Context: an optimization exercise on an open-source flow, tuned for small area. The choices shown serve that exercise and are no tape-out recipe. Function was checked by simulation only, so behaviour that the tests miss may differ from the original. Power is estimated from default activity; no workload was simulated.

==> flow/design.v <==
module chk_channel #(
    parameter [3:0] CH = 4'd0
) (
    input  wire        clk,
    input  wire        rst,
    input  wire        sel,
    input  wire        w_cfg,
    input  wire        w_seq,
    input  wire        w_fsrc,
    input  wire        w_fcnt,
    input  wire        w_cmp,
    input  wire        w_crc,
    input  wire        w_start,      
    input  wire        w_ctl,        
    input  wire        w_res,        
    input  wire        w_cnt,        
    input  wire        w_le,         
    input  wire        w_fd,         
    input  wire        w_mmclr,      
    input  wire        mm_set,       
    input  wire        w_touch,      
    input  wire [5:0]  d_cfg,        
    input  wire [15:0] d_seq,
    input  wire [29:0] d_fsrc,
    input  wire [12:0] d_fcnt,
    input  wire [31:0] d_cmp,
    input  wire [31:0] d_crc,
    input  wire [31:0] d_res,
    input  wire [7:0]  d_alive,
    input  wire [1:0]  d_cuf,
    input  wire [1:0]  d_le,
    input  wire [3:0]  d_own,
    input  wire [6:0]  d_stamp,
    input  wire        rel_w,        
    input  wire        tick_due,     
    input  wire [6:0]  t_due,
    input  wire        jet_stop,
    input  wire [2:0]  jet_stop_id,
    input  wire        steward_stop,
    input  wire        lockout,
    output wire [5:0]  q_cfg,
    output wire [5:0]  q_act,
    output wire [15:0] q_seq,
    output wire [29:0] q_fsrc,
    output wire [12:0] q_fcnt,
    output wire [31:0] q_cmp,
    output wire [31:0] q_crc,
    output wire [31:0] q_res,
    output wire [7:0]  q_alive,
    output wire [1:0]  q_cuf,
    output wire [1:0]  q_le,
    output wire        q_fd,
    output wire        q_mm,
    output wire [3:0]  q_own
);
    localparam PRIV = (CH < 4);
    localparam [3:0] IDLE = 4'b0001;
    reg        cfg_cmp_en, cfg_swap;
    reg [1:0]  cfg_poly;
    reg        cfg_x0;
    reg        act_cmp_en, act_swap;
    reg [1:0]  act_poly;
    reg        act_x0;
    reg [15:0] seq;
    reg [29:0] fsrc;
    reg [12:0] fcnt;
    reg [31:0] cmp, crc, res;
    reg [7:0]  alive;
    reg [1:0]  cuf;
    reg [1:0]  last_end;
    reg        feed_st, mm_flag;
    reg [3:0]  own;
    reg [6:0]  stamp;
    wire [1:0] cfg_x, act_x;
    wire       rel_q  = (own != IDLE) && (lockout ||
                                  (jet_stop && own == {1'b1, jet_stop_id}) ||
                                  (steward_stop && own == 4'b0100) ||
                                  (tick_due && !(sel && w_touch) && stamp == t_due));
    wire       rel    = (sel && w_ctl) ? rel_w : rel_q;
    always @(posedge clk) begin
        if (rst || (sel && w_cfg)) begin
            cfg_cmp_en <= d_cfg[5];
            cfg_swap   <= d_cfg[4];
            cfg_poly   <= d_cfg[3:2];
            cfg_x0     <= d_cfg[0];
        end
        if (sel && w_start) begin
            act_cmp_en <= cfg_cmp_en;
            act_swap   <= cfg_swap;
            act_poly   <= cfg_poly;
            act_x0     <= cfg_x0;
        end
        if (rst || (sel && w_fsrc)) fsrc <= d_fsrc;
        if (rst || (sel && w_fcnt)) fcnt <= d_fcnt;
        if (rst || (sel && w_cmp))  cmp  <= d_cmp;
        if (sel && w_crc)           crc  <= d_crc;
        if (rst || (sel && w_res))  res  <= d_res;
        if (rst || (sel && w_mmclr) || mm_set)
            mm_flag <= !rst && !(sel && w_mmclr);
        if (rst || (sel && w_fd))   feed_st <= !rst;
        if (rst || rel || (sel && w_le))
            last_end <= rst ? 2'd0 : rel ? 2'd3 : d_le;
        if (rst || rel || (sel && w_ctl))
            own <= (rst || rel) ? IDLE : d_own;
        if (sel && w_touch) stamp <= d_stamp;
    end
    generate
        if (PRIV) begin : g_seq
            always @(posedge clk)
                if (rst || (sel && w_seq)) seq <= d_seq;
            assign cfg_x   = {1'b0, cfg_x0};
            assign act_x   = {1'b0, act_x0};
            assign q_seq   = seq;
            assign q_alive = 8'h00;
            assign q_cuf   = 2'd0;
        end else begin : g_alive
            reg cfg_x1, act_x1;
            always @(posedge clk) begin
                if (rst || (sel && w_cfg)) cfg_x1 <= d_cfg[1];
                if (sel && w_start)        act_x1 <= cfg_x1;
                if (rst || (sel && w_cnt)) begin
                    alive <= d_alive;
                    cuf   <= d_cuf;
                end
            end
            assign cfg_x   = {cfg_x1, cfg_x0};
            assign act_x   = {act_x1, act_x0};
            assign q_seq   = 16'h0000;
            assign q_alive = alive;
            assign q_cuf   = cuf;
        end
    endgenerate
    assign q_cfg  = {cfg_cmp_en, cfg_swap, cfg_poly, cfg_x};
    assign q_act  = {act_cmp_en, act_swap, act_poly, act_x};
    assign q_fsrc = fsrc;
    assign q_fcnt = fcnt;
    assign q_cmp  = cmp;
    assign q_crc  = crc;
    assign q_res  = res;
    assign q_le   = last_end;
    assign q_fd   = feed_st;
    assign q_mm   = mm_flag;
    assign q_own  = own;
endmodule
module chk_crc (
    input  wire [1:0]  poly,
    input  wire [31:0] x,
    input  wire [31:0] d,
    input  wire        one,
    input  wire        none,
    output wire [31:0] y
);
    wire [15:0] t0, m0, s0;
    wire [31:0] t1, m1, s1;
    wire [31:0] t2, m2, s2;
    wire [7:0]  t3, m3, s3;
    wire a0 = x[15] ^ d[23];
    wire a1 = x[14] ^ d[22];
    wire a2 = x[0] ^ d[24];
    wire a3 = x[7] ^ d[31];
    wire a4 = x[1] ^ d[25];
    wire a5 = x[2] ^ d[26];
    wire a6 = x[3] ^ d[27];
    wire a7 = x[5] ^ d[29];
    wire a8 = x[6] ^ d[30];
    wire a9 = x[4] ^ d[28];
    wire a10 = x[12] ^ d[20];
    wire a11 = x[13] ^ d[21];
    wire a12 = x[17] ^ d[9];
    wire a13 = x[9] ^ d[17];
    wire a14 = x[18] ^ d[10];
    wire a15 = x[11] ^ d[19];
    wire a16 = x[8] ^ d[16];
    wire a17 = x[10] ^ d[18];
    wire a18 = x[22] ^ d[14];
    wire a19 = x[20] ^ d[12];
    wire a20 = x[21] ^ d[13];
    wire a21 = x[23] ^ d[15];
    wire a22 = x[19] ^ d[11];
    wire a23 = x[16] ^ d[8];
    wire a24 = a0 ^ a16;
    wire a25 = a1 ^ a8;
    wire a26 = a12 ^ a18;
    wire a27 = a5 ^ a14;
    wire a28 = a2 ^ a4;
    wire a29 = a9 ^ a10;
    wire a30 = a7 ^ a11;
    wire a31 = a3 ^ a21;
    wire a32 = a6 ^ a22;
    wire a33 = a19 ^ a20;
    wire a34 = a15 ^ a17;
    wire a35 = a13 ^ a23;
    wire a36 = a13 ^ a28;
    wire a37 = a17 ^ a26;
    wire a38 = a2 ^ a24;
    wire a39 = a19 ^ a23;
    wire a40 = a25 ^ a30;
    wire a41 = a11 ^ a27;
    wire a42 = a5 ^ a6;
    wire a43 = a29 ^ a30;
    wire a44 = a25 ^ a31;
    wire a45 = a0 ^ a22;
    wire a46 = a4 ^ a10;
    wire a47 = a0 ^ a20;
    wire a48 = d[8] ^ d[12];
    wire a49 = a13 ^ a17;
    wire a50 = a9 ^ a33;
    wire a51 = a21 ^ a32;
    wire a52 = a1 ^ a15;
    wire a53 = a1 ^ a14;
    wire a54 = a24 ^ a29;
    wire a55 = a3 ^ a24;
    wire a56 = a3 ^ a25;
    wire a57 = a7 ^ a27;
    wire a58 = a2 ^ a12;
    wire a59 = a4 ^ a9;
    wire a60 = a8 ^ a21;
    wire a61 = a7 ^ a33;
    wire a62 = d[22] ^ d[9];
    wire a63 = a26 ^ a32;
    wire a64 = d[10] ^ d[14];
    wire a65 = a6 ^ a15;
    wire a66 = a23 ^ a33;
    wire a67 = a35 ^ a47;
    wire a68 = d[11] ^ d[15];
    wire a69 = a22 ^ a41;
    wire a70 = a4 ^ a5;
    wire a71 = a45 ^ a60;
    wire a72 = d[30] ^ a48;
    wire a73 = d[13] ^ d[14];
    wire a74 = a39 ^ a55;
    wire a75 = a18 ^ a20;
    wire a76 = a14 ^ a31;
    wire a77 = d[20] ^ d[21];
    wire a78 = a29 ^ a65;
    wire a79 = a35 ^ a50;
    wire a80 = d[18] ^ a48;
    wire a81 = a26 ^ a34;
    wire a82 = a14 ^ a40;
    wire a83 = a12 ^ a31;
    wire a84 = a5 ^ a28;
    wire a85 = a8 ^ a35;
    wire a86 = d[23] ^ d[11];
    wire a87 = a15 ^ a19;
    wire a88 = a18 ^ a27;
    wire a89 = a16 ^ a20;
    wire a90 = a11 ^ a28;
    wire a91 = x[14] ^ a72;
    wire a92 = x[15] ^ d[31];
    wire a93 = a16 ^ a36;
    wire a94 = d[12] ^ a3;
    wire a95 = a34 ^ a42;
    wire a96 = a1 ^ a3;
    wire a97 = a9 ^ a51;
    wire a98 = a49 ^ a70;
    wire a99 = x[30] ^ a8;
    wire a100 = d[16] ^ d[10];
    wire a101 = a50 ^ a88;
    wire a102 = a15 ^ a61;
    wire a103 = a78 ^ a91;
    wire a104 = a39 ^ a41;
    wire a105 = a34 ^ a71;
    wire a106 = a2 ^ a7;
    wire a107 = a4 ^ a37;
    wire a108 = a33 ^ a38;
    wire a109 = a37 ^ a53;
    wire a110 = a4 ^ a12;
    wire a111 = a32 ^ a108;
    wire a112 = a7 ^ a77;
    wire a113 = a10 ^ a18;
    wire a114 = a10 ^ a34;
    wire a115 = d[13] ^ a93;
    wire a116 = a63 ^ a67;
    wire a117 = a34 ^ a96;
    wire a118 = a23 ^ a44;
    wire a119 = a32 ^ a74;
    wire a120 = d[17] ^ a86;
    wire a121 = a57 ^ a81;
    wire a122 = a6 ^ a9;
    wire a123 = a10 ^ a15;
    wire a124 = a56 ^ a68;
    wire a125 = d[13] ^ a2;
    wire a126 = a62 ^ a73;
    wire a127 = a37 ^ a44;
    wire a128 = a24 ^ a31;
    wire a129 = a43 ^ a92;
    wire a130 = a17 ^ a69;
    wire a131 = a49 ^ a83;
    wire a132 = a40 ^ a64;
    wire a133 = a28 ^ a30;
    wire a134 = a36 ^ a55;
    wire a135 = a11 ^ a52;
    wire a136 = a37 ^ a104;
    wire a137 = a13 ^ a29;
    wire a138 = d[22] ^ a94;
    wire a139 = a13 ^ a87;
    wire a140 = a23 ^ a59;
    wire a141 = a5 ^ a11;
    wire a142 = a3 ^ a79;
    wire a143 = a44 ^ a46;
    wire a144 = a7 ^ a36;
    wire a145 = a15 ^ a45;
    wire a146 = d[17] ^ d[9];
    assign t0[0] = ((d[16] ^ x[0]) ^ a103);
    assign t0[1] = (((d[13] ^ a146) ^ x[1]) ^ a129);
    assign t0[2] = ((d[18] ^ x[2]) ^ a132);
    assign t0[3] = ((a0 ^ (d[19] ^ x[3])) ^ a124);
    assign t0[4] = (a38 ^ ((d[20] ^ x[4]) ^ a94));
    assign t0[5] = (a115 ^ ((d[21] ^ x[5]) ^ a103));
    assign t0[6] = (a129 ^ ((a126 ^ x[6]) ^ a98));
    assign t0[7] = (a132 ^ (((d[23] ^ d[15]) ^ x[7]) ^ a95));
    assign t0[8] = (a124 ^ (a38 ^ a78));
    assign t0[9] = (a134 ^ (d[12] ^ a43));
    assign t0[10] = (a98 ^ (((d[24] ^ d[13]) ^ x[8]) ^ a40));
    assign t0[11] = (a95 ^ ((a0 ^ ((d[25] ^ d[14]) ^ x[9])) ^ a56));
    assign t0[12] = (a38 ^ (((d[26] ^ d[15]) ^ x[10]) ^ (a3 ^ a91)));
    assign t0[13] = ((a92 ^ ((d[27] ^ d[9]) ^ x[11])) ^ a115);
    assign t0[14] = (((d[28] ^ a64) ^ x[12]) ^ a98);
    assign t0[15] = (((d[29] ^ a68) ^ x[13]) ^ a95);
    assign t1[0] = (((a12 ^ a14) ^ (a46 ^ (x[24] ^ a8))) ^ a119);
    assign t1[1] = (a142 ^ ((a58 ^ (x[25] ^ a16)) ^ a69));
    assign t1[2] = ((a61 ^ (x[26] ^ a32)) ^ (a93 ^ a109));
    assign t1[3] = ((x[27] ^ a36) ^ (a101 ^ a105));
    assign t1[4] = (a121 ^ (a38 ^ (a60 ^ (x[28] ^ a20))));
    assign t1[5] = ((a26 ^ (x[29] ^ a21)) ^ (a38 ^ a139));
    assign t1[6] = (a111 ^ (a99 ^ a131));
    assign t1[7] = (((x[31] ^ a8) ^ a63) ^ (a137 ^ (a34 ^ a47)));
    assign t1[8] = ((a39 ^ a43) ^ (a76 ^ (a18 ^ a34)));
    assign t1[9] = ((a66 ^ a76) ^ (a133 ^ (a52 ^ (a0 ^ a6))));
    assign t1[10] = ((a6 ^ a96) ^ a101);
    assign t1[11] = (a97 ^ (a75 ^ (a7 ^ a24)));
    assign t1[12] = ((a54 ^ a63) ^ (a76 ^ a144));
    assign t1[13] = (a131 ^ (a43 ^ (a0 ^ a42)));
    assign t1[14] = ((a110 ^ a43) ^ (a117 ^ (a19 ^ a45)));
    assign t1[15] = ((a38 ^ a40) ^ (a66 ^ (a27 ^ a123)));
    assign t1[16] = ((a10 ^ a56) ^ (a90 ^ a116));
    assign t1[17] = ((a128 ^ (a1 ^ a59)) ^ a136);
    assign t1[18] = (a143 ^ ((a5 ^ a13) ^ a102));
    assign t1[19] = (a107 ^ (a66 ^ a69));
    assign t1[20] = ((a33 ^ a52) ^ (a51 ^ (a26 ^ a27)));
    assign t1[21] = ((a31 ^ a89) ^ (a140 ^ (a8 ^ a26)));
    assign t1[22] = ((a84 ^ a85) ^ ((a19 ^ a113) ^ ((a0 ^ a7) ^ a51)));
    assign t1[23] = (((a20 ^ a21) ^ a54) ^ a130);
    assign t1[24] = (a134 ^ ((a26 ^ a123) ^ a82));
    assign t1[25] = (a130 ^ ((a24 ^ a35) ^ a143));
    assign t1[26] = ((a25 ^ a36) ^ (a41 ^ a114));
    assign t1[27] = ((a46 ^ a141) ^ (a117 ^ (a0 ^ a32)));
    assign t1[28] = ((a39 ^ a42) ^ (a54 ^ a135));
    assign t1[29] = ((a58 ^ (a1 ^ a6)) ^ (a43 ^ a67));
    assign t1[30] = ((a0 ^ a37) ^ (a140 ^ a82));
    assign t1[31] = ((a58 ^ a57) ^ (a145 ^ a118));
    assign t2[0] = (a38 ^ (a53 ^ (x[24] ^ a10)));
    assign t2[1] = ((x[25] ^ a35) ^ (a45 ^ a90));
    assign t2[2] = ((a39 ^ (x[26] ^ a1)) ^ ((a12 ^ a17) ^ a84));
    assign t2[3] = ((a47 ^ a65) ^ (a110 ^ (x[27] ^ a27)));
    assign t2[4] = ((a32 ^ (x[28] ^ a2)) ^ (a88 ^ (a23 ^ a29)));
    assign t2[5] = (a97 ^ (a133 ^ (a19 ^ (x[29] ^ a12))));
    assign t2[6] = ((a70 ^ a99) ^ (a54 ^ a61));
    assign t2[7] = ((a75 ^ (x[31] ^ a3)) ^ (a85 ^ (a30 ^ a42)));
    assign t2[8] = ((a16 ^ a122) ^ a127);
    assign t2[9] = ((a31 ^ a52) ^ (a106 ^ a137));
    assign t2[10] = ((a4 ^ a17) ^ a82);
    assign t2[11] = (a145 ^ ((a2 ^ a5) ^ a56));
    assign t2[12] = ((a6 ^ a46) ^ a74);
    assign t2[13] = ((a58 ^ a89) ^ (a141 ^ (a9 ^ a35)));
    assign t2[14] = (a144 ^ (a6 ^ a109));
    assign t2[15] = ((a27 ^ a59) ^ a105);
    assign t2[16] = ((a52 ^ a57) ^ a119);
    assign t2[17] = ((a85 ^ (a12 ^ a29)) ^ a111);
    assign t2[18] = (a142 ^ ((a14 ^ a30) ^ a107));
    assign t2[19] = (a121 ^ ((a21 ^ a22) ^ (a25 ^ a89)));
    assign t2[20] = ((a32 ^ (a16 ^ a18)) ^ (a44 ^ a139));
    assign t2[21] = ((a31 ^ a49) ^ (a53 ^ a50));
    assign t2[22] = ((a75 ^ a106) ^ (a114 ^ (a22 ^ a53)));
    assign t2[23] = ((a87 ^ a113) ^ (a71 ^ a90));
    assign t2[24] = ((a28 ^ a41) ^ (a66 ^ a128));
    assign t2[25] = ((a27 ^ a46) ^ a116);
    assign t2[26] = (a97 ^ a136);
    assign t2[27] = ((a12 ^ a51) ^ (a54 ^ a102));
    assign t2[28] = (a79 ^ (a40 ^ (a18 ^ a24)));
    assign t2[29] = (a127 ^ (a7 ^ a67));
    assign t2[30] = (a118 ^ (a10 ^ a81));
    assign t2[31] = (a83 ^ a135);
    assign t3[0] = ((a80 ^ (a73 ^ (d[21] ^ d[23]))) ^ a28);
    assign t3[1] = (((d[19] ^ d[15]) ^ a126) ^ a84);
    assign t3[2] = (a125 ^ (((d[15] ^ a77) ^ (a100 ^ a80)) ^ a42));
    assign t3[3] = (a122 ^ (((a62 ^ (d[16] ^ d[19])) ^ (a80 ^ a120)) ^ a2));
    assign t3[4] = (a112 ^ (((d[19] ^ d[8]) ^ (a64 ^ a146)) ^ a9));
    assign t3[5] = (a112 ^ (((d[18] ^ d[10]) ^ (a62 ^ a68)) ^ a8));
    assign t3[6] = ((((d[19] ^ d[21]) ^ (a86 ^ a100)) ^ a8) ^ a138);
    assign t3[7] = (a138 ^ ((d[20] ^ a120) ^ a125));
    wire b0_0 = m0[13] ^ d[5];
    wire b0_1 = m0[15] ^ d[7];
    wire b0_2 = m0[12] ^ d[4];
    wire b0_3 = m0[14] ^ d[6];
    wire b0_4 = d[2] ^ b0_3;
    wire b0_5 = d[1] ^ b0_0;
    wire b0_6 = m0[9] ^ b0_5;
    wire b0_7 = m0[11] ^ d[3];
    wire b0_8 = m0[8] ^ d[0];
    wire b0_9 = b0_2 ^ b0_8;
    wire b0_10 = m0[10] ^ b0_4;
    wire b0_11 = b0_1 ^ b0_7;
    assign s0[0] = b0_9;
    assign s0[1] = b0_6;
    assign s0[2] = b0_10;
    assign s0[3] = b0_11;
    assign s0[4] = b0_2;
    assign s0[5] = (b0_0 ^ b0_9);
    assign s0[6] = (b0_3 ^ b0_6);
    assign s0[7] = (b0_1 ^ b0_10);
    assign s0[8] = (m0[0] ^ b0_11);
    assign s0[9] = (m0[1] ^ b0_2);
    assign s0[10] = (m0[2] ^ b0_0);
    assign s0[11] = (m0[3] ^ b0_3);
    assign s0[12] = (b0_9 ^ (m0[4] ^ b0_1));
    assign s0[13] = (m0[5] ^ b0_6);
    assign s0[14] = (m0[6] ^ b0_10);
    assign s0[15] = (m0[7] ^ b0_11);
    wire b1_0 = m1[2] ^ d[2];
    wire b1_1 = m1[1] ^ d[1];
    wire b1_2 = m1[6] ^ d[6];
    wire b1_3 = m1[7] ^ d[7];
    wire b1_4 = m1[5] ^ d[5];
    wire b1_5 = m1[4] ^ d[4];
    wire b1_6 = m1[3] ^ d[3];
    wire b1_7 = m1[0] ^ d[0];
    wire b1_8 = b1_1 ^ b1_2;
    wire b1_9 = b1_0 ^ b1_5;
    wire b1_10 = b1_4 ^ b1_6;
    wire b1_11 = b1_3 ^ b1_7;
    wire b1_12 = b1_8 ^ b1_10;
    wire b1_13 = b1_0 ^ b1_8;
    wire b1_14 = b1_3 ^ b1_10;
    wire b1_15 = b1_1 ^ b1_7;
    wire b1_16 = b1_4 ^ b1_9;
    wire b1_17 = b1_6 ^ b1_11;
    wire b1_18 = b1_3 ^ b1_5;
    wire b1_19 = b1_8 ^ b1_11;
    wire b1_20 = b1_9 ^ b1_15;
    wire b1_21 = b1_1 ^ b1_5;
    assign s1[0] = ((m1[8] ^ b1_6) ^ b1_20);
    assign s1[1] = (b1_20 ^ (m1[9] ^ b1_10));
    assign s1[2] = (b1_12 ^ (m1[10] ^ b1_9));
    assign s1[3] = (b1_14 ^ (b1_9 ^ (m1[11] ^ b1_2)));
    assign s1[4] = (b1_13 ^ (b1_4 ^ (m1[12] ^ b1_3)));
    assign s1[5] = (b1_18 ^ (m1[13] ^ b1_8));
    assign s1[6] = (b1_14 ^ (m1[14] ^ b1_21));
    assign s1[7] = (m1[15] ^ b1_12);
    assign s1[8] = ((m1[16] ^ b1_2) ^ (b1_9 ^ b1_11));
    assign s1[9] = (b1_16 ^ (m1[17] ^ b1_11));
    assign s1[10] = ((m1[18] ^ b1_2) ^ b1_16);
    assign s1[11] = ((m1[19] ^ b1_2) ^ b1_14);
    assign s1[12] = (b1_13 ^ (b1_6 ^ (m1[20] ^ b1_3)));
    assign s1[13] = (b1_3 ^ (m1[21] ^ b1_1));
    assign s1[14] = (b1_21 ^ (m1[22] ^ b1_6));
    assign s1[15] = ((m1[23] ^ b1_7) ^ b1_16);
    assign s1[16] = ((m1[24] ^ b1_7) ^ b1_12);
    assign s1[17] = (b1_19 ^ (m1[25] ^ b1_9));
    assign s1[18] = (b1_18 ^ (m1[26] ^ b1_4));
    assign s1[19] = (b1_12 ^ (b1_9 ^ (m1[27] ^ b1_7)));
    assign s1[20] = (b1_12 ^ (b1_9 ^ (m1[28] ^ b1_3)));
    assign s1[21] = ((m1[29] ^ b1_4) ^ b1_19);
    assign s1[22] = (b1_17 ^ (b1_5 ^ (m1[30] ^ b1_2)));
    assign s1[23] = ((m1[31] ^ b1_0) ^ b1_14);
    assign s1[24] = b1_13;
    assign s1[25] = (b1_0 ^ b1_17);
    assign s1[26] = b1_0;
    assign s1[27] = b1_6;
    assign s1[28] = (b1_5 ^ b1_7);
    assign s1[29] = (b1_4 ^ b1_15);
    assign s1[30] = (b1_7 ^ b1_13);
    assign s1[31] = ((b1_0 ^ b1_1) ^ b1_17);
    wire b2_0 = m2[0] ^ d[0];
    wire b2_1 = m2[1] ^ d[1];
    wire b2_2 = m2[4] ^ d[4];
    wire b2_3 = m2[7] ^ d[7];
    wire b2_4 = m2[2] ^ d[2];
    wire b2_5 = m2[5] ^ d[5];
    wire b2_6 = m2[3] ^ d[3];
    wire b2_7 = m2[6] ^ d[6];
    wire b2_8 = b2_1 ^ b2_3;
    wire b2_9 = b2_0 ^ b2_5;
    wire b2_10 = b2_4 ^ b2_6;
    wire b2_11 = b2_7 ^ b2_9;
    wire b2_12 = b2_2 ^ b2_6;
    wire b2_13 = b2_0 ^ b2_2;
    wire b2_14 = b2_7 ^ b2_8;
    wire b2_15 = b2_1 ^ b2_4;
    wire b2_16 = b2_3 ^ b2_12;
    wire b2_17 = b2_3 ^ b2_4;
    wire b2_18 = b2_2 ^ b2_17;
    wire b2_19 = b2_10 ^ b2_13;
    wire b2_20 = b2_1 ^ b2_9;
    wire b2_21 = b2_8 ^ b2_12;
    wire b2_22 = b2_7 ^ b2_10;
    assign s2[0] = (m2[8] ^ b2_4);
    assign s2[1] = (b2_6 ^ (m2[9] ^ b2_0));
    assign s2[2] = (b2_13 ^ (m2[10] ^ b2_1));
    assign s2[3] = (b2_15 ^ (m2[11] ^ b2_5));
    assign s2[4] = ((m2[12] ^ b2_0) ^ b2_22);
    assign s2[5] = (m2[13] ^ b2_21);
    assign s2[6] = (b2_5 ^ (m2[14] ^ b2_2));
    assign s2[7] = (m2[15] ^ b2_11);
    assign s2[8] = (m2[16] ^ b2_14);
    assign s2[9] = (m2[17] ^ b2_3);
    assign s2[10] = (m2[18] ^ b2_4);
    assign s2[11] = (m2[19] ^ b2_6);
    assign s2[12] = (m2[20] ^ b2_13);
    assign s2[13] = (m2[21] ^ b2_20);
    assign s2[14] = (b2_15 ^ (m2[22] ^ b2_7));
    assign s2[15] = (b2_10 ^ (m2[23] ^ b2_3));
    assign s2[16] = (m2[24] ^ b2_19);
    assign s2[17] = (b2_20 ^ (m2[25] ^ b2_12));
    assign s2[18] = (b2_11 ^ (b2_15 ^ (m2[26] ^ b2_2)));
    assign s2[19] = (b2_14 ^ (b2_10 ^ (m2[27] ^ b2_5)));
    assign s2[20] = ((m2[28] ^ b2_7) ^ b2_16);
    assign s2[21] = ((m2[29] ^ b2_5) ^ b2_18);
    assign s2[22] = ((m2[30] ^ b2_5) ^ b2_22);
    assign s2[23] = ((m2[31] ^ b2_7) ^ b2_16);
    assign s2[24] = (b2_9 ^ b2_18);
    assign s2[25] = (b2_11 ^ (b2_1 ^ b2_10));
    assign s2[26] = (b2_14 ^ b2_19);
    assign s2[27] = (b2_5 ^ b2_21);
    assign s2[28] = (b2_2 ^ b2_11);
    assign s2[29] = (b2_8 ^ b2_11);
    assign s2[30] = (b2_0 ^ b2_14);
    assign s2[31] = b2_8;
    wire b3_0 = m3[4] ^ d[4];
    wire b3_1 = m3[2] ^ d[2];
    wire b3_2 = m3[5] ^ d[5];
    wire b3_3 = m3[3] ^ d[3];
    wire b3_4 = m3[0] ^ d[0];
    wire b3_5 = m3[1] ^ d[1];
    wire b3_6 = m3[6] ^ d[6];
    wire b3_7 = b3_0 ^ b3_4;
    wire b3_8 = m3[7] ^ d[7];
    wire b3_9 = b3_1 ^ b3_8;
    wire b3_10 = b3_0 ^ b3_3;
    wire b3_11 = b3_5 ^ b3_6;
    wire b3_12 = b3_2 ^ b3_7;
    wire b3_13 = b3_3 ^ b3_5;
    assign s3[0] = (b3_6 ^ b3_12);
    assign s3[1] = (b3_11 ^ (b3_2 ^ b3_8));
    assign s3[2] = (b3_9 ^ b3_12);
    assign s3[3] = (b3_7 ^ b3_13);
    assign s3[4] = (b3_11 ^ (b3_1 ^ b3_4));
    assign s3[5] = (b3_9 ^ b3_13);
    assign s3[6] = (b3_1 ^ b3_10);
    assign s3[7] = (b3_2 ^ b3_10);
    assign m0 = one ? x[15:0] : t0;
    assign m1 = one ? x : t1;
    assign m2 = one ? x : t2;
    assign m3 = one ? x[7:0] : t3;
    reg [31:0] ys;
    always @(*) begin
        case (poly)
            2'd0:    ys = {16'h0000, s0};
            2'd1:    ys = s1;
            2'd2:    ys = s2;
            default: ys = {24'h000000, s3};
        endcase
    end
    assign y = none ? x : ys;
endmodule
module chk_unit (
    input  wire        clk,
    input  wire        rst,
    input  wire        req_valid,
    input  wire        req_write,
    input  wire [6:0]  req_addr,
    input  wire [31:0] req_wdata,
    input  wire [2:0]  req_src,
    input  wire [2:0]  req_jet,
    output reg         rsp_valid,
    output reg         rsp_denied,
    output reg  [31:0] rsp_rdata,
    input  wire [7:0]  fold_addr,
    input  wire        tick_ms,
    input  wire        jet_stop,
    input  wire [2:0]  jet_stop_id,
    input  wire        steward_stop,
    input  wire        lockout,
    output wire        mismatch_evt,
    output reg  [2:0]  mismatch_ch
);
    localparam [3:0] R_CFG  = 4'd0, R_SEQ  = 4'd1, R_FSRC = 4'd2, R_FCNT = 4'd3,
                     R_CTL  = 4'd4, R_DATA = 4'd5, R_BYTE = 4'd6, R_RES  = 4'd7,
                     R_CMP  = 4'd8, R_STAT = 4'd9;
    localparam [3:0] IDLE = 4'b0001;
    wire [2:0]  c  = req_addr[6:4];
    wire [3:0]  r  = req_addr[3:0];
    wire [31:0] wd = req_wdata;
    wire        priv = !c[2];
    wire [3:0]  id = (req_src == 3'd1) ? {1'b1, req_jet} : {1'b0, req_src};
    localparam NB = 32 + 32 + 32 + 30 + 13 + 16 + 6 + 6 + 8 + 2 + 4 + 2 + 1 + 1;
    wire [NB-1:0] q_all [0:7];
    wire [7:0]    oh_c = 8'd1 << c;
    reg [NB-1:0] s_all;
    integer n;
    always @(*) begin
        s_all = {NB{1'b0}};
        for (n = 0; n < 8; n = n + 1)
            s_all = s_all | (q_all[n] & {NB{oh_c[n]}});
    end
    wire [31:0] crc_c, res_c, cmp_c;
    wire [29:0] fsrc_c;
    wire [12:0] fcnt_c;
    wire [15:0] seq_c;
    wire [5:0]  cfg_c, act_c;
    wire [7:0]  alive_c;
    wire [1:0]  cuf_c, le_c;
    wire [3:0]  own_c;
    wire        mm_c, fd_c;
    assign {crc_c, res_c, cmp_c, fsrc_c, fcnt_c, seq_c, cfg_c, act_c,
            alive_c, cuf_c, own_c, le_c, mm_c, fd_c} = s_all;
    wire active_c = (own_c != IDLE);
    wire owner_c  = (own_c == id);
    wire prot     = (r <= R_BYTE) || (r == R_CMP);
    wire denied   = (priv && req_src == 3'd1) || (active_c && !owner_c && prot);
    wire ok       = req_valid && req_write && !denied;
    wire is_ctl = (r == R_CTL);
    wire b_start  = wd[31], b_feed = wd[30], b_finish = wd[29], b_abort = wd[28];
    wire start    = is_ctl && b_start;
    wire act1     = b_start || active_c;
    wire fin      = is_ctl && act1 && !b_abort && !b_feed && b_finish;
    wire feed     = is_ctl && act1 && !b_abort && b_feed;
    wire ends     = is_ctl && act1 && (b_abort || (!b_feed && b_finish));
    wire [5:0] cf      = start ? cfg_c : act_c;
    wire       cmp_en  = cf[5];
    wire [1:0] poly    = cf[3:2];
    wire [1:0] cnt_w   = cf[1:0];
    wire       seq_inc = fin && priv && cf[0];
    wire       cnt     = fin && !priv && (cnt_w != 2'd0);
    wire       cnt4    = (cnt_w == 2'd1);
    reg [31:0] x0;
    always @(*) begin
        if (start) begin
            case ({priv, poly})
                3'b000: x0 = 32'h0000_FFFF;
                3'b011: x0 = 32'h0000_00FF;
                3'b100: x0 = 32'h0000_1E0C;
                3'b101: x0 = 32'hA942_E6BC;
                3'b110: x0 = 32'hF095_8FD9;
                3'b111: x0 = 32'h0000_007E;
                default: x0 = 32'hFFFF_FFFF;
            endcase
        end else begin
            x0 = crc_c;
        end
    end
    wire [7:0]  cbyte = cnt4 ? {4'h0, alive_c[3:0]} : alive_c;
    wire [31:0] dsw   = {wd[7:0], wd[15:8], wd[23:16], wd[31:24]};
    wire        swap  = act_c[4];
    wire [31:0] edata = is_ctl ? (priv ? {8'h00, fold_addr, seq_c} : {24'h0, cbyte})
                               : ((r == R_DATA && swap) ? dsw : wd);
    wire        one   = (r == R_BYTE) || (is_ctl && !priv);
    wire        none  = is_ctl && !(priv && start) && !cnt;
    wire [31:0] y;
    chk_crc u_crc (.poly(poly), .x(x0), .d(edata), .one(one), .none(none), .y(y));
    reg [31:0] fin_v, mask;
    always @(*) begin
        case (poly)
            2'd0:    begin fin_v = {16'h0000, y[15:0]};       mask = 32'h0000_FFFF; end
            2'd3:    begin fin_v = {24'h000000, ~y[7:0]};      mask = 32'h0000_00FF; end
            default: begin fin_v = ~y;                         mask = 32'hFFFF_FFFF; end
        endcase
    end
    wire [31:0] diff = fin_v ^ cmp_c;
    reg  [7:0]  mm_part;
    reg         mm_pend;
    integer k;
    always @(posedge clk) begin
        for (k = 0; k < 8; k = k + 1)
            mm_part[k] <= mask[4*k] && (|diff[4*k +: 4]);
        mm_pend <= !rst && ok && fin && cmp_en;
    end
    assign mismatch_evt = mm_pend && (mm_part != 8'h00);
    wire [7:0] mm_set = {8{mismatch_evt}} & (8'd1 << mismatch_ch);
    wire [3:0] own_s = start ? id : own_c;
    wire [3:0] d_own = (b_abort || (!b_feed && b_finish)) ? IDLE : own_s;
    wire       rel_w = (d_own != IDLE) && (lockout ||
                                           (jet_stop && d_own == {1'b1, jet_stop_id}) ||
                                           (steward_stop && d_own == 4'b0100));
    reg  [6:0] tcnt;
    wire [6:0] tnext = tcnt + {6'd0, tick_ms};
    wire [6:0] t_due = tcnt - 7'd99;
    wire [5:0]  d_cfg   = rst ? 6'b000100
                              : {wd[16], wd[4], wd[1:0], priv ? {1'b0, wd[12]} : wd[9:8]};
    wire [15:0] d_seq   = rst ? 16'h0 : (r == R_SEQ) ? wd[15:0] : seq_c + 16'd1;
    wire [29:0] d_fsrc  = rst ? 30'h0 : {wd[31:30], wd[27:0]};
    wire [12:0] d_fcnt  = rst ? 13'h0 : wd[12:0];
    wire [31:0] d_cmp   = rst ? 32'h0 : wd;
    wire [31:0] d_res   = rst ? 32'h0 : fin_v;
    wire [7:0]  d_alive = rst ? 8'h0 : cnt4 ? {4'h0, alive_c[3:0] + 4'd1} : alive_c + 8'd1;
    wire [1:0]  d_cuf   = rst ? 2'd0 : {1'b1, cnt4};
    wire [1:0]  d_le    = b_abort ? 2'd2 : 2'd1;
    wire w_cfg   = (r == R_CFG);
    wire w_seq   = (r == R_SEQ) || seq_inc;
    wire w_fsrc  = (r == R_FSRC);
    wire w_fcnt  = (r == R_FCNT);
    wire w_cmp   = (r == R_CMP);
    wire w_crc   = (r == R_CTL) || (r == R_DATA) || (r == R_BYTE);
    wire w_mmclr = (r == R_STAT) && wd[23];
    wire w_touch = owner_c || start;
    genvar g;
    generate
        for (g = 0; g < 8; g = g + 1) begin : chan
            wire [5:0]  q_cfg, q_act;
            wire [15:0] q_seq;
            wire [29:0] q_fsrc;
            wire [12:0] q_fcnt;
            wire [31:0] q_cmp, q_crc, q_res;
            wire [7:0]  q_alive;
            wire [1:0]  q_cuf, q_le;
            wire        q_fd, q_mm;
            wire [3:0]  q_own;
            chk_channel #(.CH(g)) u_ch (
                .clk(clk), .rst(rst),
                .sel(ok && oh_c[g]),
                .w_cfg(w_cfg), .w_seq(w_seq), .w_fsrc(w_fsrc), .w_fcnt(w_fcnt),
                .w_cmp(w_cmp), .w_crc(w_crc), .w_start(start), .w_ctl(is_ctl),
                .w_res(fin), .w_cnt(cnt), .w_le(ends), .w_fd(feed), .w_mmclr(w_mmclr), .mm_set(mm_set[g]),
                .w_touch(w_touch),
                .d_cfg(d_cfg), .d_seq(d_seq), .d_fsrc(d_fsrc), .d_fcnt(d_fcnt),
                .d_cmp(d_cmp), .d_crc(y), .d_res(d_res), .d_alive(d_alive),
                .d_cuf(d_cuf), .d_le(d_le), .d_own(d_own),
                .d_stamp(tnext),
                .rel_w(rel_w), .tick_due(tick_ms), .t_due(t_due),
                .jet_stop(jet_stop), .jet_stop_id(jet_stop_id),
                .steward_stop(steward_stop), .lockout(lockout),
                .q_cfg(q_cfg), .q_act(q_act), .q_seq(q_seq),
                .q_fsrc(q_fsrc), .q_fcnt(q_fcnt), .q_cmp(q_cmp),
                .q_crc(q_crc), .q_res(q_res), .q_alive(q_alive),
                .q_cuf(q_cuf), .q_le(q_le), .q_fd(q_fd), .q_mm(q_mm),
                .q_own(q_own)
            );
            assign q_all[g] = {q_crc, q_res, q_cmp, q_fsrc, q_fcnt, q_seq, q_cfg, q_act,
                               q_alive, q_cuf, q_own, q_le, q_mm, q_fd};
        end
    endgenerate
    wire [7:0] cnt_used = !cuf_c[1] ? 8'h00
                        : cuf_c[0] ? {4'h0, alive_c[3:0] - 4'd1} : alive_c - 8'd1;
    wire [2:0] owner    = !active_c ? 3'd0 : own_c[3] ? 3'd1 : own_c[2:0];
    wire [2:0] ojet     = own_c[3] ? own_c[2:0] : 3'd0;
    reg [31:0] rdata;
    always @(*) begin
        case (r)
            R_CFG:  rdata = {15'h0, cfg_c[5], 3'h0, priv & cfg_c[0], 2'h0,
                             priv ? 2'b00 : cfg_c[1:0], 3'h0, cfg_c[4], 2'h0, cfg_c[3:2]};
            R_SEQ:  rdata = {16'h0000, seq_c};
            R_FSRC: rdata = {fsrc_c[29:28], 2'b00, fsrc_c[27:0]};
            R_FCNT: rdata = {19'h0, fcnt_c};
            R_RES:  rdata = res_c;
            R_CMP:  rdata = cmp_c;
            R_STAT: rdata = {active_c ? 2'd1 : 2'd0, owner, ojet, mm_c | mm_set[c],
                             1'b0, le_c, 1'b0, 1'b0, fd_c, 1'b0, cnt_used, 8'h00};
            default: rdata = 32'h0;
        endcase
    end
    always @(posedge clk) begin
        if (rst) begin
            rsp_valid    <= 1'b0;
            tcnt         <= 7'd0;
        end else begin
            rsp_valid    <= req_valid;
            tcnt         <= tnext;
        end
        rsp_denied  <= req_write && denied;
        rsp_rdata   <= rdata;
        mismatch_ch <= c;
    end
endmodule
==> flow/flow/run.sh <==
#!/bin/bash
# Own layout flow.
# 1. The standard synthesis (standard.sh synth).
# 2. The same synthesis again with an area-oriented ABC mapping script
#    (area_synth.tcl, abc_area_map.script, bias_lib.py); its netlist replaces
#    the standard one only if it holds exactly the same registers (names and
#    cell types).
# 3. The standard ORFS layout steps, with clock tree and port buffer
#    settings of our own.
# Each tool's output goes to a log of its own in this folder.
set -euo pipefail
W=$(pwd)
R=$W/orfs/results/$FLOW_PLATFORM/chk_unit/base
A=$W/orfs_area/results/$FLOW_PLATFORM/chk_unit/base

bash standard.sh synth > 1_standard_synth.log 2>&1
cp $R/1_2_yosys.v $W/standard_synth.v

python3 flow/bias_lib.py $FLOW_HOME/platforms/$FLOW_PLATFORM/lib/sky130_fd_sc_hd__tt_025C_1v80.lib \
  $W/abc_bias.lib 5.0 > 2_bias_lib.log 2>&1
if bash standard.sh WORK_HOME=$W/orfs_area SYNTH_SCRIPT=$W/flow/area_synth.tcl synth \
     > 2_area_synth.log 2>&1 \
   && python3 flow/regs_match.py $W/standard_synth.v $A/1_2_yosys.v > 2_regs_match.log 2>&1; then
  cp $A/1_2_yosys.v $R/1_2_yosys.v
  touch $R/1_2_yosys.v
fi

bash standard.sh \
  "CTS_ARGS=-sink_clustering_enable -repair_clock_nets -sink_clustering_size 10 -sink_clustering_max_diameter 40 -buf_list sky130_fd_sc_hd__clkbuf_4 -dont_use_dummy_load" \
  "BUFFER_PORTS_ARGS=-buffer_cell sky130_fd_sc_hd__buf_1" \
  "GLOBAL_PLACEMENT_ARGS=-keep_resize_below_overflow 0.3" \
  finish > 3_layout.log 2>&1
==> flow/flow/abc_area_map.script <==
strash
dc2
dch -f
amap
==> flow/flow/area_synth.tcl <==
set ::area_dir [file dirname [file normalize [info script]]]
set ::area_abc_script [file join $::area_dir abc_area_map.script]
# the library ABC maps with (written by run.sh with bias_lib.py)
set ::area_abc_lib [file join [file dirname $::area_dir] abc_bias.lib]
proc synth {args} { yosys synth -nofsm -noshare {*}$args }
proc abc {args} {
  set i [lsearch -exact $args -script]
  if {$i >= 0} {
    set args [lreplace $args [expr {$i + 1}] [expr {$i + 1}] $::area_abc_script]
  }
  set l [lsearch -exact $args -liberty]
  if {$l >= 0 && [file exists $::area_abc_lib]} {
    set args [lreplace $args [expr {$l + 1}] [expr {$l + 1}] $::area_abc_lib]
  }
  set j [lsearch -exact $args -D]
  if {$j >= 0} {
    set args [lreplace $args $j [expr {$j + 1}]]
  }
  yosys abc {*}$args
}
# no half or full adder cells: ABC maps that logic together with the rest
proc extract_fa {args} {}
source $::env(SCRIPTS_DIR)/synth.tcl
# left out here: clear keep_hierarchy, flatten, clean up, hide names made inside functions, write 1_2_yosys.v
==> flow/flow/bias_lib.py <==
#!/usr/bin/env python3
"""Writes a copy of a liberty file in which the two-input XOR and XNOR cells
are given a smaller area. Used only to steer ABC's area mapping towards
those cells (which are faster than the NAND/OAI structures it would
otherwise build an XOR from); every later step reads the real library.
Usage: bias_lib.py IN.lib OUT.lib AREA"""
import re, sys

src, dst, area = sys.argv[1], sys.argv[2], sys.argv[3]
text = open(src).read()
for cell in ("sky130_fd_sc_hd__xor2_1", "sky130_fd_sc_hd__xnor2_1"):
    start = text.index('cell ("%s")' % cell)
    at = text.index("area", start)
    end = text.index(";", at)
    text = text[:at] + "area : " + area + text[end:]
open(dst, "w").write(text)
==> flow/flow/regs_match.py <==
#!/usr/bin/env python3
"""Checks that two netlists hold the same registers: the same instance names,
each of the same cell type. Usage: regs_match.py STANDARD.v OTHER.v"""
import re, sys

def regs(path):
    text = open(path).read()
    out = {}
    for m in re.finditer(r'^\s*(sky130_fd_sc_hd__\w+)\s+(\\\S+|\w+)\s*\(', text, re.M):
        cell, name = m.group(1), m.group(2)
        if re.search(r'__(e|s|se)?df|__dl', cell):
            out[name] = cell
    return out

a, b = regs(sys.argv[1]), regs(sys.argv[2])
if a != b:
    print("registers differ: %d vs %d, %d names only in the first, %d only in the second, %d of another type"
          % (len(a), len(b), len(set(a) - set(b)), len(set(b) - set(a)),
             sum(1 for k in set(a) & set(b) if a[k] != b[k])))
    sys.exit(1)
print("registers match: %d" % len(a))
==> flow/standard.sh <==
#!/bin/bash
# synth_recipe.tcl (not shown) runs the flow's synth.tcl, then flattens the netlist and writes it again
# the make line also repeats each setting of config.mk as NAME=value (left out here)
make -C /OpenROAD-flow-scripts/flow DESIGN_CONFIG=/design/flow/config.mk WORK_HOME=/design/flow/orfs CLKGATE_MAP_FILE= SYNTH_SCRIPT=/design/flow/synth_recipe.tcl "${@:-finish}"
==> flow/config.mk <==
export PLATFORM = sky130hd
export DESIGN_NAME = chk_unit
export DESIGN_NICKNAME = chk_unit
export VERILOG_FILES = /design/flow/design.v
export SDC_FILE = /design/flow/constraint.sdc
export NUM_CORES = 8
export LEC_CHECK = 0
export CAP_MARGIN = 10
export CORE_MARGIN = 2
export CORE_UTILIZATION = 60
export SLEW_MARGIN = 10
==> flow/constraint.sdc <==
create_clock -name core_clock -period 13.0 [get_ports {clk}]
set_input_delay 2.6000 -clock core_clock [delete_from_list [all_inputs] [get_ports {clk}]]
set_output_delay 2.6000 -clock core_clock [all_outputs]
set_load 0.01 [all_outputs]
==> flow_metrics.py, run 1 <==
metrics = {
    "timing": {
        "hold_viol_final": 0,
        "final.setup.tns_ps": 0,
        "max_slew.worst_pin.slew_ps": 1320,
        "skew_ps": 173,
        "hold_slack_ps": 412,
        "slew_headroom": 0.123,
        "fmax_mhz": 92.8,
        "finalSetupViolCount": 0,
        "timing.final.crit_share": 0.829,
        "post-route-min-period_ps": 10770,
        "drv_slew": 0,
        "rsz0062_at_grt": "no",
    },
    "detailed_routing": {
        "m1WireLength_um": 82100,
        "wl_met2_um": 96900,
        "viasPerCell": 6.88,
        "drc": 0,
        "drt_iter0_markers": 8363,
        "vias": 46000,
        "ant_nets": 0,
        "drtPass1Iterations": 9,
        "met3WireLength_um": 33200,
        "drt_wl_total_um": 225000,
        "routed.top_layer": "met5",
        "wl_per_cell_um": 33.7,
    },
    "clock_tree": {
        "h-tree-depth": 4,
        "clk_pin_slew_ps": 100,
        "clk-insertion-delay-late_ps": 1210,
        "cts-root-buf": "clkbuf_4",
        "post_cts_resized": 0,
        "clock_path_buffers": 3,
        "post_cts_buffers": 0,
        "numClockSinks": 1477,
        "cts_tree": "done",
        "cts_made_buffers": 178,
        "cts_hold_buf": 0,
    },
    "worst_setup_path": {
        "endpoint": "chan[5].u_ch.res[12]",
        "crit_required_ps": 13900,
        "endpoint_kind": "register",
        "crit_type": "input port to register",
        "slowest_delay_ps": 1110,
        "cp_common_cell": "nor2_1",
        "worstPathArrival_ps": 11670,
        "r2r_cells": 30,
        "reg2reg_slack_ps": 5200,
        "cp.buffers_inverters": 8,
        "worstSetupStartpointType": "input port",
        "crit_family": "simple AND/OR/NAND/NOR gates",
        "crit_chain": "buf_1 -> nand2_1 -> nor2_4 -> buf_12 -> clkinv_1 -> nor2_1 -> a2111oi_2 -> buf_2 -> nor3_1 -> nor2_1 -> nor2_1 -> nor4_1 -> buf_4 -> o211ai_1 -> nand2_1 -> nor2_1 -> clkinv_1 -> nand2_1 -> a31o_1 -> o21ai_0 -> a21oi_1 -> buf_4 -> nor2_1 -> buf_4",
        "crit_cells": 24,
        "cp_slowest_cell": "clkinv_1",
        "path_max_fanout": 72,
        "r2r-end": "mm_part[0]",
        "startpoint": "req_addr[4]",
        "r2r_start": "chan[1].u_ch.act_poly[1]",
    },
    "power_and_ir_drop": {
        "irDropWorstVdd_v": 0.000387,
        "seqPwrFrac": 0.323,
        "total_power_mw": 21.7,
        "p_per_area_mw_per_mm2": 298,
        "p_leak_nw": 24.8,
        "p_switching_mw": 8.79,
        "p_sw_frac": 0.406,
        "p_clk_frac": 0.094,
        "p_int_mw": 12.9,
        "p_comb_frac": 0.583,
    },
    "logic_synthesis": {
        "synthesis.nets": 4348,
        "postSynthCellCount": 4284,
        "yosys_warnings": 10,
        "syn_avg_cell_area_um2": 14.7,
        "synth_area_mm2": 0.0631,
    },
    "floorplan": {
        "core_area_mm2": 0.104,
        "die_area_mm2": 0.108,
        "ioPinCount": 102,
        "rows": 118,
        "start_util": 0.607,
        "chipWidth_um": 328,
        "dieHeight_um": 328,
    },
    "place": {
        "place.gp.congestion": 1.00,
        "placed_area_mm2": 0.0714,
        "dp_hpwl_um": 155000,
        "numPortBuffers": 101,
    },
    "status": {
        "status": "complete, no violations",
    },
    "final_layout": {
        "fin_util": 0.700,
        "design_area_mm2": 0.0728,
        "drive_gt1_frac": 0.188,
        "nets": 5354,
        "synthToLayoutAreaGrowth_pct": 15.3,
        "nFillCells": 7295,
    },
    "worst_hold_path": {
        "worstHoldPathType": "register to register",
    },
    "global_routing": {
        "globalRouteTotalUtil": 0.416,
        "gr-total-overflow": 0,
        "antenna_found_initial": 21,
        "grt_max_degree": 97,
        "grt_pass1_vias": 42800,
        "grt_pass1_wl_um": 315000,
    },
    "run": {
        "drv_cap": 0,
    },
}
## area by class of cell
type,count,area (um2),area share
Antenna cell,17,42.5,0.000584
Inverter,221,833,0.0114
Tap cell,1380,1730,0.0237
Sequential cell,1477,43800,0.602
Multi-Input combinational cell,2586,19000,0.262
Timing Repair Buffer,826,5990,0.0822
Clock buffer,178,1340,0.0184
## metal layers
| layer | vias up | GRT usage |
|---|---|---|
| li1 | 19100 | - |
| met1 | 22300 | 0.589 |
| met2 | 3889 | 0.601 |
| met3 | 658 | 0.116 |
| met4 | 18 | 0.198 |
| met5 | - | 0.00266 |
## worst min path at each step
| stage | start | endpoint | slack [ps] | cells past startpoint |
|---|---|---|---|---|
| 2_1_floorplan | chan[6].u_ch.cfg_swap | chan[6].u_ch.act_swap | 420 | 0 |
| 3_3_place_gp | chan[4].u_ch.cfg_swap | chan[4].u_ch.act_swap | 430 | 0 |
| 3_5_place_dp | chan[6].u_ch.g_alive.cfg_x1 | chan[6].u_ch.g_alive.act_x1 | 440 | 0 |
| 4_1_cts | chan[5].u_ch.cfg_cmp_en | chan[5].u_ch.act_cmp_en | 390 | 0 |
| 5_1_grt | chan[2].u_ch.cfg_cmp_en | chan[2].u_ch.act_cmp_en | 410 | 0 |
| 6_report | chan[4].u_ch.cfg_cmp_en | chan[4].u_ch.act_cmp_en | 410 | 0 |
## power groups by stage
stage                     Combinational, mW  Sequential, mW  Clock (mW)
final                                  12.6            7.00        2.04
after global routing                   13.2            7.05        2.19
after CTS                              12.3            7.00        2.03
after detailed placement               12.3            7.11           0
after global placement                 12.2            7.07           0
after floorplan                        5.90            7.07           0
## cell usage in the layout, fill, tap and decap left out, types with 53 or more instances in the layout
| master | n |
|---|---|
| edfxtp_1 | 1424 |
| buf_4 | 711 |
| xor2_1 | 493 |
| a222oi_1 | 256 |
| xnor2_1 | 252 |
| nand2_1 | 231 |
| clkinv_1 | 216 |
| nor2_1 | 207 |
| clkbuf_4 | 179 |
| o21ai_0 | 151 |
| a22oi_1 | 127 |
| buf_1 | 99 |
| a221oi_1 | 78 |
| o22ai_1 | 65 |
| nor2b_1 | 58 |
| a21oi_1 | 54 |
| dfxtp_1 | 53 |
## metrics by stage
| step | instances | worst slack (ps) |
|---|---|---|
| 3_5_place_dp | 6490 | 1590 |
| 5_1_grt | 6672 | 2170 |
| 2_1_floorplan | 4284 | 45.3 |
| 4_1_cts | 6668 | 2770 |
| 6_report | 6685 | 2230 |
| 3_3_place_gp | 6489 | 1590 |
## state kept, by name (all words and copies together) (netlist names), 16 cells and up
register,count
chan.u_ch.res,256
chan.u_ch.alive,32
chan.u_ch.stamp,56
chan.u_ch.own,32
chan.u_ch.last_end,16
chan.u_ch.cmp,256
chan.u_ch.seq,64
chan.u_ch.cfg_poly,16
rsp_rdata,32
chan.u_ch.act_poly,16
chan.u_ch.fcnt,104
chan.u_ch.fsrc,240
chan.u_ch.crc,256
==> inputs of run 2 (changes only) <==
--- a/flow/flow/run.sh
+++ b/flow/flow/run.sh
@@ -28,5 +28,4 @@
 bash standard.sh \
   "CTS_ARGS=-sink_clustering_enable -repair_clock_nets -sink_clustering_size 10 -sink_clustering_max_diameter 40 -buf_list sky130_fd_sc_hd__clkbuf_4 -dont_use_dummy_load" \
   "BUFFER_PORTS_ARGS=-buffer_cell sky130_fd_sc_hd__buf_1" \
-  "GLOBAL_PLACEMENT_ARGS=-keep_resize_below_overflow 0.3" \
   finish > 3_layout.log 2>&1
==> run 2 against run 1 <==
  * Area after synthesis unchanged
  * Register-to-register slack worse by 2100 ps
  * Still clean
  * Setup slack got worse by 1100 ps
  * Critical path type unchanged
  * First-iteration DRC count up 2.9%
  * Design area down 5.4%
  * Count of clock-buffer cells in the layout rose by 4
  * Power shrank 12%
  * Utilization down 3.8 points
  * Sequential cell count is the same
  * Fmax decreased by 9.2%
  * Cell count is 7.5% lower
==> flow_metrics.py, run 2 <==
metrics = {
    "status": {
        "status": "complete, no violations",
    },
    "clock_tree": {
        "numClockSinks": 1477,
        "cts_hold_buf": 0,
        "post_cts_resized": 0,
        "clock_path_buffers": 3,
        "post_cts_buffers": 0,
        "h-tree-depth": 4,
        "cts_tree": "done",
        "clk_pin_slew_ps": 110,
        "clk-insertion-delay-late_ps": 1140,
        "cts-root-buf": "clkbuf_4",
        "cts_made_buffers": 182,
    },
    "worst_setup_path": {
        "worstPathArrival_ps": 12680,
        "crit_type": "input port to register",
        "cp_common_cell": "clkinv_1",
        "path_max_fanout": 10,
        "worstSetupStartpointType": "input port",
        "cp_slowest_cell": "a32oi_1",
        "endpoint_kind": "register",
        "cp.buffers_inverters": 11,
        "slowest_delay_ps": 830,
        "reg2reg_slack_ps": 3140,
        "crit_required_ps": 13810,
        "crit_family": "XOR/XNOR gates",
    },
    "final_layout": {
        "nFillCells": 7641,
        "nets": 4856,
        "layout_commonest_cell": "edfxtp_1",
        "synthToLayoutAreaGrowth_pct": 9.13,
        "top_regs": "chan.u_ch.cmp (256), chan.u_ch.crc (256), chan.u_ch.res (256)",
        "multi_input_comb_area_mm2": 0.0190,
        "layout.area.seq_mm2": 0.0438,
        "fin_util": 0.663,
        "drive_gt1_frac": 0.0977,
        "final_cell_mix": "edfxtp_1, xor2_1, a222oi_1, xnor2_1, nand2_1",
    },
    "detailed_routing": {
        "drc": 0,
        "met3WireLength_um": 30700,
        "m1WireLength_um": 81200,
        "drtPass1Iterations": 9,
        "ant_nets": 0,
        "wl_met2_um": 95600,
        "viasPerCell": 7.06,
        "drt_iter0_markers": 8602,
        "drt_wl_total_um": 217000,
        "routed.top_layer": "met5",
        "wl_per_cell_um": 35.1,
        "vias": 43600,
    },
    "floorplan": {
        "chipWidth_um": 328,
        "start_util": 0.607,
        "rows": 118,
        "dieHeight_um": 328,
        "die_area_mm2": 0.108,
        "core_area_mm2": 0.104,
        "ioPinCount": 102,
    },
    "global_routing": {
        "grt_max_degree": 91,
        "globalRouteTotalUtil": 0.402,
        "antenna_found_initial": 17,
        "gr-total-overflow": 0,
        "grt_pass1_vias": 40800,
        "grt_pass1_wl_um": 304000,
    },
    "logic_synthesis": {
        "synth_area_mm2": 0.0631,
        "postSynthCellCount": 4284,
        "synthesis.nets": 4348,
        "syn_avg_cell_area_um2": 14.7,
        "yosys_warnings": 10,
    },
    "power_and_ir_drop": {
        "irDropWorstVdd_v": 0.000294,
        "p_per_area_mw_per_mm2": 275,
        "total_power_mw": 19.0,
        "p_leak_nw": 22.4,
    },
    "timing": {
        "rsz0062_at_grt": "no",
        "slew_headroom": 0.0810,
        "final.setup.tns_ps": 0,
        "hold_viol_final": 0,
        "finalSetupViolCount": 0,
        "timing.final.crit_share": 0.913,
        "skew_ps": 166,
        "max_slew.worst_pin.slew_ps": 1370,
        "fin_ws_ps": 1140,
        "fmax_mhz": 84.3,
        "drv_slew": 0,
        "post-route-min-period_ps": 11860,
        "hold_slack_ps": 377,
    },
    "run": {
        "drv_cap": 0,
    },
    "worst_hold_path": {
        "worstHoldPathType": "register to register",
    },
    "place": {
        "dp_hpwl_um": 145000,
        "numPortBuffers": 101,
        "place.gp.congestion": 1.02,
        "pre_cts_ws_ps": 408,
    },
}
==> run 2: path summary, 6_finish.rpt <==
kind | start | end | cells past startpoint
setup reg to reg | chan[6].u_ch.act_swap | chan[6].u_ch.res[6] | 25
hold reg to reg | chan[6].u_ch.cfg_swap | chan[6].u_ch.act_swap | 0
hold / removal | chan[6].u_ch.cfg_swap | chan[6].u_ch.act_swap | 0
setup / recovery | req_addr[2] | chan[6].u_ch.res[6] | 35
==> run 2: area by class of cell <==
type / instances / share of cell area
Multi-Input combinational cell: 2586 / 0.275
Antenna cell: 11 / 0.000400
Timing Repair Buffer: 324 / 0.0312
Clock buffer: 182 / 0.0198
Sequential cell: 1477 / 0.636
Tap cell: 1380 / 0.0251
Inverter: 221 / 0.0121
==> run 2: stage by stage <==
step / cell area [um2] / std cells
after floorplan: 63200 / 4284
after global placement: 67500 / 5986
after detailed placement: 67500 / 5987
after CTS: 68800 / 6169
after global routing: 68900 / 6175
final: 68900 / 6181
==> run 2: power by group <==
part	total, mW	switching, mW	internal (mW)
sequential	7.01	0.170	6.84
combinational	9.88	6.88	3.00
clock	2.06	1.42	0.640
total	19.0	8.48	10.5
==> run 2: metal layers <==
layer / GRT usage / vias to the layer above
met3: 0.108 / 492
met1: 0.575 / 21500
met2: 0.592 / 3490
met4: 0.158 / 10
li1: - / 18100
met5: 0 / -
==> inputs of run 3 (changes only) <==
--- a/flow/config.mk
+++ b/flow/config.mk
@@ -8,4 +8,5 @@
 export CAP_MARGIN = 10
 export CORE_MARGIN = 2
 export CORE_UTILIZATION = 60
+export PLACE_DENSITY = 0.72
 export SLEW_MARGIN = 10
==> run 3 against run 2 <==
  * Still clean
  * Combinational power rose by 0.6%
  * Sequential share of layout area rose by 0.054 points
  * Global-route usage fell by 0.38 points
  * Die area did not move
  * Fmax rose by 2.7%
  * Wire length fell by 0.95%
  * Power rose by 0.21%
  * Highest routed layer unchanged
==> flow_metrics.py, run 3 <==
metrics = {
    "final_layout": {
        "drive_gt1_frac": 0.0967,
        "top_regs": "chan.u_ch.cmp (256), chan.u_ch.crc (256), chan.u_ch.res (256)",
        "nFillCells": 7566,
        "synthToLayoutAreaGrowth_pct": 9.04,
        "layout_commonest_cell": "edfxtp_1",
        "final_cell_mix": "edfxtp_1, xor2_1, a222oi_1, xnor2_1, nand2_1",
        "design_area_mm2": 0.0688,
        "nets": 4853,
    },
    "power_and_ir_drop": {
        "p_leak_nw": 22.4,
        "irDropWorstVdd_v": 0.000376,
        "p_per_area_mw_per_mm2": 276,
    },
    "timing": {
        "rsz0062_at_grt": "no",
        "fmax_mhz": 86.6,
        "final.setup.tns_ps": 0,
        "finalSetupViolCount": 0,
        "slew_headroom": 0.0792,
        "drv_slew": 0,
        "hold_viol_final": 0,
        "post-route-min-period_ps": 11550,
        "max_slew.worst_pin.slew_ps": 1380,
        "timing.final.crit_share": 0.888,
        "skew_ps": 216,
    },
    "global_routing": {
        "gr-total-overflow": 0,
        "grt_pass1_wl_um": 302000,
        "antenna_found_initial": 16,
        "globalRouteTotalUtil": 0.398,
        "grt_pass1_vias": 41200,
        "grt_max_degree": 107,
    },
    "floorplan": {
        "rows": 118,
        "dieHeight_um": 328,
        "die_area_mm2": 0.108,
        "chipWidth_um": 328,
        "start_util": 0.607,
        "core_area_mm2": 0.104,
        "ioPinCount": 102,
    },
    "status": {
        "status": "complete, no violations",
    },
    "clock_tree": {
        "post_cts_resized": 0,
        "numClockSinks": 1477,
        "cts_made_buffers": 177,
        "post_cts_buffers": 0,
        "cts_tree": "done",
        "clock_path_buffers": 3,
        "h-tree-depth": 4,
        "cts_hold_buf": 0,
        "clk_pin_slew_ps": 100,
        "cts-root-buf": "clkbuf_4",
        "clk-insertion-delay-late_ps": 1240,
    },
    "worst_setup_path": {
        "endpoint": "chan[5].u_ch.res[0]",
        "slowest_delay_ps": 630,
        "crit_required_ps": 13850,
        "worstPathArrival_ps": 12400,
        "crit_cells": 37,
        "reg2reg_slack_ps": 3510,
        "crit_type": "input port to register",
        "cp.buffers_inverters": 10,
        "r2r_start": "chan[0].u_ch.act_swap",
        "worstSetupStartpointType": "input port",
        "r2r_cells": 25,
        "path_max_fanout": 9,
        "startpoint": "req_addr[2]",
        "endpoint_kind": "register",
        "cp_common_cell": "xor2_1",
        "r2r-end": "chan[7].u_ch.res[6]",
        "crit_family": "XOR/XNOR gates",
        "cp_slowest_cell": "xor2_1",
    },
    "detailed_routing": {
        "viasPerCell": 7.13,
        "drt_iter0_markers": 9180,
        "drt_wl_total_um": 215000,
        "ant_nets": 0,
        "wl_per_cell_um": 34.8,
        "drtPass1Iterations": 10,
        "drc": 0,
        "vias": 44000,
    },
    "logic_synthesis": {
        "yosys_warnings": 10,
        "synthesis.nets": 4348,
        "syn_avg_cell_area_um2": 14.7,
        "postSynthCellCount": 4284,
        "synth_area_mm2": 0.0631,
    },
    "place": {
        "placed_area_mm2": 0.0675,
        "place.gp.congestion": 1.07,
        "numPortBuffers": 101,
        "dp_hpwl_um": 143000,
    },
    "run": {
        "drv_cap": 0,
    },
    "worst_hold_path": {
        "worstHoldPathType": "register to register",
    },
}
[run 3: how the worst min path moves through the flow]
stage | cells after the start | slack (ps) | start | to
final | 0 | 330 | chan[6].u_ch.cfg_swap | chan[6].u_ch.act_swap
after floorplan | 0 | 420 | chan[6].u_ch.cfg_swap | chan[6].u_ch.act_swap
after global placement | 0 | 430 | chan[6].u_ch.cfg_swap | chan[6].u_ch.act_swap
after CTS | 0 | 330 | chan[6].u_ch.cfg_swap | chan[6].u_ch.act_swap
after global routing | 0 | 360 | chan[6].u_ch.cfg_swap | chan[6].u_ch.act_swap
after detailed placement | 0 | 440 | chan[0].u_ch.cfg_cmp_en | chan[0].u_ch.act_cmp_en
[run 3: layout make-up]
cell class              count  area [um2]  share of cell area
multi-input cells        2586       18900               0.275
diodes                      9        22.5            0.000327
well taps                1380        1730              0.0251
repair buffers            326        2150              0.0312
inverters                 221         833              0.0121
clock buffers             177        1330              0.0193
flip-flops and latches   1477       43800               0.637
[run 3: where the power goes]
| part | leakage (nW) | switching [mW] | internal (mW) |
|---|---|---|---|
| registers | 14.2 | 0.174 | 6.84 |
| clock network | 0.814 | 1.42 | 0.623 |
| logic | 7.34 | 6.95 | 2.99 |
| total | 22.4 | 8.54 | 10.5 |
[run 3: per-layer routing]
metal / wire length [um] / part of all wire / global-route usage
met5: 49 / 0.00023 / 0.000887
met4: 13400 / 0.062 / 0.214
met3: 32000 / 0.15 / 0.108
met2: 91400 / 0.42 / 0.564
met1: 78200 / 0.36 / 0.565
[run 3: per-stage QoR]
stage / util / power, mW / setup WS, ps / hold WS [ps] / instances
4_1_cts: 0.662 / 18.6 / 1950 / 330 / 6165
5_1_grt: 0.662 / 19.5 / 1050 / 360 / 6171
3_5_place_dp: 0.649 / 16.6 / 788 / 435 / 5988
2_1_floorplan: - / 13.0 / 45.3 / 418 / 4284
3_3_place_gp: 0.649 / 16.6 / 918 / 429 / 5988
6_report: 0.662 / 19.0 / 1450 / 329 / 6176
[run 3: worst register-to-register path, cell delays in order (launching register included)]
cell and delay [ps]:
edfxtp_1 420, a222oi_1 500, a311oi_4 340, clkinv_2 270, o22ai_1 110, o21ai_0 800, clkinv_1 290, xor2_1 670
clkinv_1 480, xor2_1 320, clkinv_1 230, xnor2_1 410, xnor2_1 200, xor2_1 170, o21ai_0 200, xor2_1 170
buf_4 180, clkinv_1 110, xnor2_1 350, xor2_1 290, clkinv_1 250, a211oi_1 250, nor3_1 120, a32oi_1 970
xor2_1 270, nor2b_1 710

[what the ideal ports hide]
The flow's constraints put no driver on any port. The routed layouts listed below were extracted and timed again, unchanged, in two steps. Step 1 (the two cells are an assumption about what drives the block):
set clk [get_ports {clk}]
set_driving_cell -lib_cell sky130_fd_sc_hd__clkbuf_16 $clk
set_driving_cell -lib_cell sky130_fd_sc_hd__buf_2 [delete_from_list [all_inputs] $clk]
Step 2 moves the port delays by t, midway between the first and last clock arrival at a register: inputs arrive t later, outputs are due t later. That takes back most of the time a late clock gives input paths. a / b / c = ideal / step 1 / step 2; a / b = the first two.
run | t (ns) | setup WS [ns] | hold WS [ns] | worst register clock-pin slew, ns | worst slew at a driven data input, ns
run 1 | 1.207 | 2.228 / 2.279 / 1.072 | 0.412 / 0.412 / 0.412 | 0.12 / 0.12 | 0.09
run 2 | 1.135 | 1.136 / 1.178 / 0.044 | 0.377 / 0.377 / 0.377 | 0.12 / 0.12 | 0.12
run 3 | 1.205 | 1.452 / 1.497 / 0.292 | 0.329 / 0.329 / 0.329 | 0.11 / 0.11 | 0.13
After both steps setup and hold are still met in every run listed. The setup slack of run 3, which loses most, moves by +0.045 ns with the drivers and by -1.160 ns with both steps.
